This design comes from an exercise in tuning for small area, a short achievable clock period and few clock cycles per item on the open sky130 flow, not from production work. Where RTL was checked, it was by simulation tests only, not by an equivalence proof against the original. Power and IR drop assume default switching activity.

exp/umber:
==> flow/design.v (excerpt) <==
module rhalo_narrow (
    input  wire        clk,
    input  wire        rst,
    input  wire        in_valid,
    output wire        in_ready,
    input  wire [31:0] in_data,
    input  wire [3:0]  cfg_src,
    input  wire [3:0]  cfg_dst,
    input  wire [1:0]  cfg_rnd,
    input  wire [7:0]  cfg_es,
    input  wire [31:0] cfg_seed,
    input  wire [63:0] cfg_index,
    output wire        out_valid,
    input  wire        out_ready,
    output wire [15:0] out_t,
    output wire [24:0] out_r,
    output wire        out_esat,
    output wire        out_last,
    output wire [4:0]  out_k,
    output wire [7:0]  out_et,
    output wire        out_esc,
    output wire        out_sat,
    output wire        out_err
);
Size: ~1,400 flip-flops, roughly 44,000 um2 of cells after synthesis.
==> flow/config.mk <==
export PLATFORM = sky130hd
export DESIGN_NAME = rhalo_narrow
export DESIGN_NICKNAME = rhalo_narrow
export VERILOG_FILES = /design/flow/design.v
export SDC_FILE = /design/flow/constraint.sdc
export NUM_CORES = 4
export LEC_CHECK = 0
export CAP_MARGIN = 20
export CORE_MARGIN = 2
export CORE_UTILIZATION = 65
export CTS_BUF_LIST = sky130_fd_sc_hd__clkbuf_16
export CTS_CLUSTER_DIAMETER = 100
export CTS_CLUSTER_SIZE = 25
export PLACE_DENSITY = 0.75
export SLEW_MARGIN = 20
==> flow/constraint.sdc <==
create_clock -name core_clock -period 19.0 [get_ports {clk}]
set_input_delay 3.8000 -clock core_clock [delete_from_list [all_inputs] [get_ports {clk}]]
set_output_delay 3.8000 -clock core_clock [all_outputs]
set_load 0.01 [all_outputs]
standard.sh (not shown) runs the stock make flow with config.mk's settings and CLKGATE_MAP_FILE= SYNTH_SCRIPT=/design/flow/synth_recipe.tcl, a recipe that flattens the netlist after the stock synthesis.
==> flow/flow/run.sh <==
#!/bin/bash
# Standard ORFS layout (standard synthesis unchanged). Timing repair keeps a
# setup margin so that it shortens the design's paths, and the port buffers
# are plain buffers.
set -euo pipefail
bash standard.sh SETUP_SLACK_MARGIN=14 BUFFER_PORTS_ARGS="-buffer_cell sky130_fd_sc_hd__buf_2" finish > standard.log 2>&1
Testbench counts of exp/umber, summed over its fixed seeds: cycles 65,808, items 2,048.
Relative to exp/umber, the following input files were edited for exp/maple:
-- flow/flow/run.sh --
<<< exp/umber, line 6
bash standard.sh SETUP_SLACK_MARGIN=14 BUFFER_PORTS_ARGS="-buffer_cell sky130_fd_sc_hd__buf_2" finish > standard.log 2>&1
>>> exp/maple, line 6
bash standard.sh SETUP_SLACK_MARGIN=13.8 BUFFER_PORTS_ARGS="-buffer_cell sky130_fd_sc_hd__buf_1" finish > standard.log 2>&1
-- flow/config.mk --
<<< exp/umber, line 8
>>> exp/maple, line 8
export ABC_AREA = 1
## What came out
exp/maple finished every stage and its layout cleared the timing, design-rule and antenna checks. Status: clock latency on the worst-skew pair parity (exp/maple, exp/umber). Re wire length after detailed routing: exp/umber was higher than exp/maple. Per the comparison of exp/maple with exp/umber, die area fell by about 2.3%, number of cells on the critical path rose by 50. Between exp/maple and exp/umber, it is exp/maple whose die span in y is lower, by about 1.2%. exp/maple vs. exp/umber: setup slack at placement shows a reduction of 0.21 ns, achievable frequency shows a reduction of 39 MHz, inverter count shows an increase of 303. exp/maple: worst hold slack across all endpoints higher than exp/umber. exp/maple reports a lower global-route total usage across every layer than exp/umber does.
Here is what was changed in the inputs of exp/juniper compared with exp/maple.
-- flow/config.mk --
<<< exp/maple, line 8
export ABC_AREA = 1
>>> exp/juniper, line 8
[summary]
- In the flow results for exp/juniper and exp/maple, the first-pass GRT wire length is larger on exp/juniper.
- Global-route met2 utilization (exp/juniper over exp/maple): increase, 7.5 points
- Compared with exp/maple, exp/juniper shows share of power burned in combinational logic lower by 0.8 points.
- The final reports for exp/juniper and exp/maple show final setup slack of the worst path higher in the former.
- Synthesized area: lower on exp/maple
- Clock group share of total power: exp/juniper vs exp/maple down 0.4 points
- Summary: with exp/maple as the reference, fmax in exp/juniper moved up by more than 10%.
- Wire length the detailed router placed on met1 (exp/juniper over exp/maple): increase, 5.3%
- On met3 routing resource usage after global routing, exp/maple tracks exp/juniper almost exactly.
- Route | exp/juniper vs exp/maple | wire longer in exp/juniper
- Fill cell instance count of the final layout went up slightly going from exp/maple to exp/juniper.
What exp/delta does differently from exp/juniper at the input level:
-- flow/flow/run.sh --
<<< exp/juniper, line 6
bash standard.sh SETUP_SLACK_MARGIN=13.8 BUFFER_PORTS_ARGS="-buffer_cell sky130_fd_sc_hd__buf_1" finish > standard.log 2>&1
>>> exp/delta, line 6
bash standard.sh SETUP_SLACK_MARGIN=14 BUFFER_PORTS_ARGS="-buffer_cell sky130_fd_sc_hd__buf_2" finish > standard.log 2>&1
-- flow/config.mk --
<<< exp/juniper, line 10
export CORE_UTILIZATION = 65
>>> exp/delta, line 10
export CORE_UTILIZATION = 40
<<< exp/juniper, line 13
export CTS_CLUSTER_SIZE = 25
export PLACE_DENSITY = 0.75
>>> exp/delta, line 13
export CTS_CLUSTER_SIZE = 30
Findings:
- The flow did not stop early for exp/delta: all stages ran, and the layout cleared the timing, design-rule and antenna checks.
- In the metrics for exp/juniper and exp/delta, the one carrying the lower number of buffers other than clock buffers in the final layout is exp/juniper.
- Capturing instance or port of the critical path: out_et[3] -> exp/juniper, out_r[21] -> exp/delta
- Delta (exp/delta minus exp/juniper): core utilization fell by 27 points, total number of multi-input combinational cells stayed essentially flat.
- exp/delta: post-CTS setup buffer count 2 above exp/juniper
- exp/delta: wire length of the first global-routing pass is 9.5% lower than what exp/juniper reported.
- On number of global-route vias before repair, the lower figure sits with exp/delta, not exp/juniper.
- Compared with exp/juniper, in exp/delta layout-stage area growth over the synthesis result picked up an extra 2.1 points; combinational power went up.
> inputs changed (exp/delta -> exp/yarrow)
-- flow/flow/run.sh --
<<< exp/delta, line 6
bash standard.sh SETUP_SLACK_MARGIN=14 BUFFER_PORTS_ARGS="-buffer_cell sky130_fd_sc_hd__buf_2" finish > standard.log 2>&1
>>> exp/yarrow, line 6
bash standard.sh SETUP_SLACK_MARGIN=14.5 BUFFER_PORTS_ARGS="-buffer_cell sky130_fd_sc_hd__buf_2" finish > standard.log 2>&1
-- flow/config.mk --
<<< exp/delta, line 10
export CORE_UTILIZATION = 40
>>> exp/yarrow, line 10
export CORE_UTILIZATION = 65
<<< exp/delta, line 13
export CTS_CLUSTER_SIZE = 30
>>> exp/yarrow, line 13
export CTS_CLUSTER_SIZE = 25
export PLACE_DENSITY = 0.75
==> comparison <==
Shortest clock period the worst path allows after layout delta (exp/yarrow − exp/delta): favourable. Summary of the comparison: global routing usage on met2 is higher in exp/yarrow, relative to exp/delta. exp/yarrow vs exp/delta: worst setup slack for register-to-register paths up.
Input changes introduced in exp/ember (baseline for comparison: exp/yarrow):
-- flow/flow/run.sh --
<<< exp/yarrow, line 6
bash standard.sh SETUP_SLACK_MARGIN=14.5 BUFFER_PORTS_ARGS="-buffer_cell sky130_fd_sc_hd__buf_2" finish > standard.log 2>&1
>>> exp/ember, line 6
bash standard.sh SETUP_SLACK_MARGIN=14 BUFFER_PORTS_ARGS="-buffer_cell sky130_fd_sc_hd__buf_4" finish > standard.log 2>&1
-- flow/config.mk --
<<< exp/yarrow, line 10
export CORE_UTILIZATION = 65
export CTS_BUF_LIST = sky130_fd_sc_hd__clkbuf_16
export CTS_CLUSTER_DIAMETER = 100
export CTS_CLUSTER_SIZE = 25
export PLACE_DENSITY = 0.75
>>> exp/ember, line 10
export CORE_UTILIZATION = 40
--- outcome ---
- Having completed the whole flow, exp/ember delivered a layout that passed the timing, design-rule and antenna checks.
- Looking at number of placed instances with taps included, exp/ember sits above exp/yarrow.
- Compare exp/yarrow and exp/ember | final critical delay including setup and external delays higher: exp/ember
- From exp/yarrow to exp/ember the numbers moved as follows: number of levels the H-tree was split into shows an increase of 1; combinational-cell power consumption shows a reduction of about 9%; layout inverter count without the clock tree shows a reduction of 2.
- Diff exp/yarrow and exp/ember: placed cell area higher in exp/ember
- Compared with exp/yarrow, in exp/ember arrival time at the worst endpoint went up by 0.09 ns, max-cap violation count has remained practically unchanged, total length of routed wires now smaller.

---

rhalo_narrow, a different RTL version from the one above (not shown whole).
For scale: roughly 3200 cells after synthesis, ~210 I/O pins, roughly 43000 um^2 of cells after synthesis.
clock: 19.0 ns
lec_check: 0
cap_margin: 20
core_margin: 2
core_utilization: 69
cts_buf_list: sky130_fd_sc_hd__clkbuf_16
cts_cluster_diameter: 100
cts_cluster_size: 25
place_density: 0.8
slew_margin: 20
==> flow/flow/run.sh <==
#!/bin/bash
# Standard ORFS layout (standard synthesis unchanged). Timing repair keeps a
# setup margin so that it shortens the design's paths, and the port buffers
# are plain buffers.
set -euo pipefail
bash standard.sh SETUP_SLACK_MARGIN=14 BUFFER_PORTS_ARGS="-buffer_cell sky130_fd_sc_hd__buf_1" finish > standard.log 2>&1
Then changed:
--- a/flow/config.mk
+++ b/flow/config.mk
@@ -9,3 +9,3 @@
 export CORE_MARGIN = 2
-export CORE_UTILIZATION = 69
+export CORE_UTILIZATION = 65
 export CTS_BUF_LIST = sky130_fd_sc_hd__clkbuf_16
@@ -13,3 +13,3 @@
 export CTS_CLUSTER_SIZE = 25
-export PLACE_DENSITY = 0.8
+export PLACE_DENSITY = 0.75
 export SLEW_MARGIN = 20
Via count is lower by about 4%. Sequential cell count does not change. Sequential share of layout area stays flat. Clock power is about the same. Routed wire length fell by 9.3%. Non-clock buffer count is lower by 4. Clock skew rose by 0.0077 ns. Cell area stays flat. Cell count climbs by about 1.6%.
No run of this note included a check of the RTL's function; only the layout flow was run.

---

RTL: one of the versions met above, not the one the previous note started from.
Size in the first run: roughly 3400 cells after synthesis, about 1400 flip-flops, about 210 I/O pins, roughly 44000 µm² of cells after synthesis.
## rhalo_narrow
module rhalo_narrow (
    input  wire        clk,
    input  wire        rst,
    input  wire        in_valid,
    output wire        in_ready,
    input  wire [31:0] in_data,
    input  wire [3:0]  cfg_src,
    input  wire [3:0]  cfg_dst,
    input  wire [1:0]  cfg_rnd,
    input  wire [7:0]  cfg_es,
    input  wire [31:0] cfg_seed,
    input  wire [63:0] cfg_index,
    output wire        out_valid,
    input  wire        out_ready,
    output wire [15:0] out_t,
    output wire [24:0] out_r,
    output wire        out_esat,
    output wire        out_last,
    output wire [4:0]  out_k,
    output wire [7:0]  out_et,
    output wire        out_esc,
    output wire        out_sat,
    output wire        out_err
);
clock: 19.0 ns
lec_check: 0
cap_margin: 20
core_margin: 2
core_utilization: 65
cts_buf_list: sky130_fd_sc_hd__clkbuf_16
cts_cluster_diameter: 100
cts_cluster_size: 32
place_density: 0.75
slew_margin: 20
==> flow/flow/run.sh <==
#!/bin/bash
# Standard ORFS layout (standard synthesis unchanged). Timing repair keeps a
# setup margin so that it shortens the design's paths, and the port buffers
# are plain buffers.
set -euo pipefail
bash standard.sh SETUP_SLACK_MARGIN=13.8 BUFFER_PORTS_ARGS="-buffer_cell sky130_fd_sc_hd__buf_1" finish > standard.log 2>&1
The starting point finished clean.
Testbench counts at the start, summed over its fixed seeds: cycles 65,808, items 2,048.
Rerun with:
==> flow/flow/run.sh (replaced) <==
#!/bin/bash
# Standard ORFS layout (standard synthesis unchanged). Timing repair keeps a
# setup margin so that it shortens the design's paths, and the port buffers
# are plain buffers.
set -euo pipefail
bash standard.sh SETUP_SLACK_MARGIN=14 BUFFER_PORTS_ARGS="-buffer_cell sky130_fd_sc_hd__buf_4" finish > standard.log 2>&1
- CTS_BUF_LIST: sky130_fd_sc_hd__clkbuf_16 -> default
- CTS_CLUSTER_DIAMETER: 100 -> default
- CTS_CLUSTER_SIZE: 32 -> default
Register-to-register slack gains 0.05 ns.
Total power goes up by about a fifth.
Via count goes up by a little under a tenth.
Worst setup slack gains 0.011 ns.
Routed wire length goes up by about a fifth.
Die area stays the same.
Synthesized cell count does not change.
Clock-buffer cell count goes up by 122.
Rerun with:
==> flow/flow/run.sh (replaced) <==
#!/bin/bash
# Standard ORFS layout (standard synthesis unchanged). Timing repair keeps a
# setup margin so that it shortens the design's paths, and the port buffers
# are plain buffers.
set -euo pipefail
bash standard.sh SETUP_SLACK_MARGIN=13 BUFFER_PORTS_ARGS="-buffer_cell sky130_fd_sc_hd__buf_4" finish > standard.log 2>&1
- CORE_UTILIZATION: 65 -> 40
- PLACE_DENSITY: 0.75 -> default
- non-clock buffer count is lower by 20
- global-route usage is lower by 18 points
- setup slack loses 0.58 ns
- design area is higher by 0.81%
- final cell count is higher by 12%
- die area is higher by 61%
- clock-buffer cell count is higher by 27
- routed wire length is lower by 23%
- via count is lower by 10%
- flip-flop and latch count is unchanged

---

Another version of the RTL of rhalo_narrow (not shown whole).
==> flow/design.v (excerpt) <==
module rhalo_narrow (
    input  wire        clk,
    input  wire        rst,
    input  wire        in_valid,
    output wire        in_ready,
    input  wire [31:0] in_data,
    input  wire [3:0]  cfg_src,
    input  wire [3:0]  cfg_dst,
    input  wire [1:0]  cfg_rnd,
    input  wire [7:0]  cfg_es,
    input  wire [31:0] cfg_seed,
    input  wire [63:0] cfg_index,
    output wire        out_valid,
    input  wire        out_ready,
    output wire [15:0] out_t,
    output wire [24:0] out_r,
    output wire        out_esat,
    output wire        out_last,
    output wire [4:0]  out_k,
    output wire [7:0]  out_et,
    output wire        out_esc,
    output wire        out_sat,
    output wire        out_err
);
export LEC_CHECK = 0
export CAP_MARGIN = 20
export CORE_MARGIN = 2
export CORE_UTILIZATION = 65
export CTS_BUF_LIST = sky130_fd_sc_hd__clkbuf_16
export CTS_CLUSTER_DIAMETER = 100
export CTS_CLUSTER_SIZE = 25
export PLACE_DENSITY = 0.75
export SLEW_MARGIN = 20
create_clock -name core_clock -period 19.0 [get_ports {clk}]
==> flow/flow/run.sh <==
#!/bin/bash
# Standard ORFS layout (standard synthesis unchanged). Timing repair keeps a
# setup margin so that it shortens the design's paths, and the port buffers
# are plain buffers. After placement, each output port buffer is moved next
# to the cell that drives it (then legalized), so that the long wire to the
# pin is driven by the buffer rather than by the register.
set -euo pipefail
ARGS=(SETUP_SLACK_MARGIN=14 BUFFER_PORTS_ARGS="-buffer_cell sky130_fd_sc_hd__buf_1")
bash standard.sh "${ARGS[@]}" place > standard_place.log 2>&1
R=$(pwd)/orfs/results/sky130hd/rhalo_narrow/base
cat > move_outbufs.tcl <<EOT
read_db $R/3_place.odb
set block [ord::get_db_block]
set moved 0
foreach inst [\$block getInsts] {
  if {![string match "output*" [\$inst getName]]} { continue }
  set net ""
  foreach it [\$inst getITerms] {
    if {[\$it isInputSignal]} { set net [\$it getNet] }
  }
  if {\$net eq ""} { continue }
  set drv [\$net getFirstOutput]
  if {\$drv eq "NULL" || \$drv eq ""} { continue }
  set loc [[\$drv getInst] getLocation]
  \$inst setLocation [lindex \$loc 0] [lindex \$loc 1]
  incr moved
}
puts "moved \$moved output buffers"
detailed_placement
check_placement -verbose
write_db $R/3_place.odb
EOT
openroad -no_init -exit move_outbufs.tcl > move_outbufs.log 2>&1
bash standard.sh "${ARGS[@]}" finish > standard.log 2>&1
The first run finished with timing, DRC and antenna clean.
Testbench counts at the start, summed over its fixed seeds: cycles 65,808, items 2,048.
Next try:
==> flow/flow/run.sh (replaced) <==
#!/bin/bash
# Standard ORFS layout (standard synthesis unchanged). Timing repair keeps a
# setup margin so that it shortens the design's paths, and the port buffers
# are plain buffers.
set -euo pipefail
bash standard.sh SETUP_SLACK_MARGIN=14 BUFFER_PORTS_ARGS="-buffer_cell sky130_fd_sc_hd__buf_1" finish > standard.log 2>&1
Effect: The changed run completed without violations; setup slack loses 0.072 ns; cell area shrinks by 0.56%; critical path depth stays the same; synthesized area stays the same; cell count stays flat; routed wire length shrinks by about 1.5%; sequential share of layout area grows by 0.37 points.

---

Setup of P:
rhalo_narrow, a different RTL version from the one above (not shown whole).
For scale: roughly 3100 cells after synthesis, ~1400 flip-flops, about 210 I/O pins, roughly 43000 um^2 of cells after synthesis.
export LEC_CHECK = 0
export CAP_MARGIN = 20
export CORE_MARGIN = 2
export CORE_UTILIZATION = 65
export CTS_BUF_LIST = sky130_fd_sc_hd__clkbuf_16
export CTS_CLUSTER_DIAMETER = 100
export CTS_CLUSTER_SIZE = 25
export PLACE_DENSITY = 0.75
export SLEW_MARGIN = 20
create_clock -name core_clock -period 19.0 [get_ports {clk}]
==> flow/flow/run.sh <==
#!/bin/bash
# Standard ORFS layout (standard synthesis unchanged). Timing repair keeps a
# setup margin so that it shortens the design's paths, and the port buffers
# are plain buffers.
set -euo pipefail
bash standard.sh SETUP_SLACK_MARGIN=14.15 BUFFER_PORTS_ARGS="-buffer_cell sky130_fd_sc_hd__buf_1" finish > standard.log 2>&1
Testbench counts of P, summed over its fixed seeds: cycles 65,808, items 2,048.
The following lists how Q was set up differently from P:
diff --git a/flow/flow/run.sh b/flow/flow/run.sh
--- a/flow/flow/run.sh
+++ b/flow/flow/run.sh
@@ -6 +6 @@
-bash standard.sh SETUP_SLACK_MARGIN=14.15 BUFFER_PORTS_ARGS="-buffer_cell sky130_fd_sc_hd__buf_1" finish > standard.log 2>&1
+bash standard.sh SETUP_SLACK_MARGIN=13.8 BUFFER_PORTS_ARGS="-buffer_cell sky130_fd_sc_hd__buf_1" finish > standard.log 2>&1
--- outcome ---
P → Q: power share of the clock group increased by 0.5 points relative to the old numbers; later-pin clock latency in the skew report closely matched the old numbers. Changes observed in Q relative to P: total power shows a reduction of 0.74%, worst setup slack shows a reduction of 20 ps, maximum frequency shows a reduction of 0.40%, minimum period implied by the final worst setup slack shows an increase of 20 ps. The portion of the clock cycle consumed by the worst path in the final layout was comparable across P and Q. In Q the cell area turned out 360 um^2 lower than in P.

## static timing again, ports no longer ideal
In the flow no input, the clock included, has a driving cell. The finished layouts below were timed again as built, in two steps.
Step 1 sets driving cells, clkbuf_16 on the clock port and buf_2 on the other inputs (assumed; they add their load-dependent delay and slew).
Step 2 also shifts input and output timing later by t, the mid clock arrival at the registers, as if the neighbouring blocks saw the same clock.
Slacks: ideal ports / drivers / drivers and shift; pairs: ideal ports / drivers.
| run | shift t [ns] | setup slack, ns | worst setup path after step 2 | latest minus earliest clock arrival (ns) | pins driven straight from the clock port |
|---|---|---|---|---|---|
| exp/umber | 0.706 | 13.911 / 13.845 / 13.402 | input to register | 0.073 / 0.074 | 1 |
| exp/maple | 0.697 | 12.661 / 12.661 / 12.661 | register to register | 0.025 / 0.026 | 1 |
| exp/juniper | 0.716 | 13.903 / 13.834 / 13.365 | input to register | 0.045 / 0.045 | 1 |
| exp/delta | 0.760 | 13.793 / 13.723 / 13.368 | input to register | 0.078 / 0.079 | 1 |
| exp/yarrow | 0.732 | 13.879 / 13.812 / 13.754 | input to register | 0.052 / 0.053 | 1 |
| exp/ember | 0.804 | 13.788 / 13.721 / 13.278 | input to register | 0.045 / 0.045 | 1 |
| the first run of note 2 | 0.698 | 13.884 / 13.820 / 13.504 | input to register | 0.037 / 0.038 | 1 |
| the second run of note 2 | 0.709 | 13.867 / 13.801 / 13.398 | input to register | 0.046 / 0.045 | 1 |
| the first run of note 3 | 0.737 | 13.870 / 13.797 / 13.190 | input to register | 0.060 / 0.060 | 1 |
| the second run of note 3 | 0.775 | 13.880 / 13.812 / 13.237 | input to register | 0.104 / 0.104 | 1 |
| the third run of note 3 | 0.806 | 13.301 / 13.301 / 12.791 | input to register | 0.063 / 0.063 | 1 |
| the first run of note 4 | 0.696 | 13.995 / 13.929 / 13.438 | input to register | 0.041 / 0.041 | 1 |
| the second run of note 4 | 0.701 | 13.923 / 13.855 / 13.473 | input to register | 0.037 / 0.038 | 1 |
| P | 0.701 | 13.920 / 13.851 / 13.525 | input to register | 0.049 / 0.050 | 1 |
| Q | 0.704 | 13.900 / 13.834 / 13.257 | input to register | 0.039 / 0.039 | 1 |
After both steps every run listed still meets setup and hold. The setup slack of the first run of note 3, which loses most, moves by -0.073 ns with the drivers and by -0.680 ns with both steps.
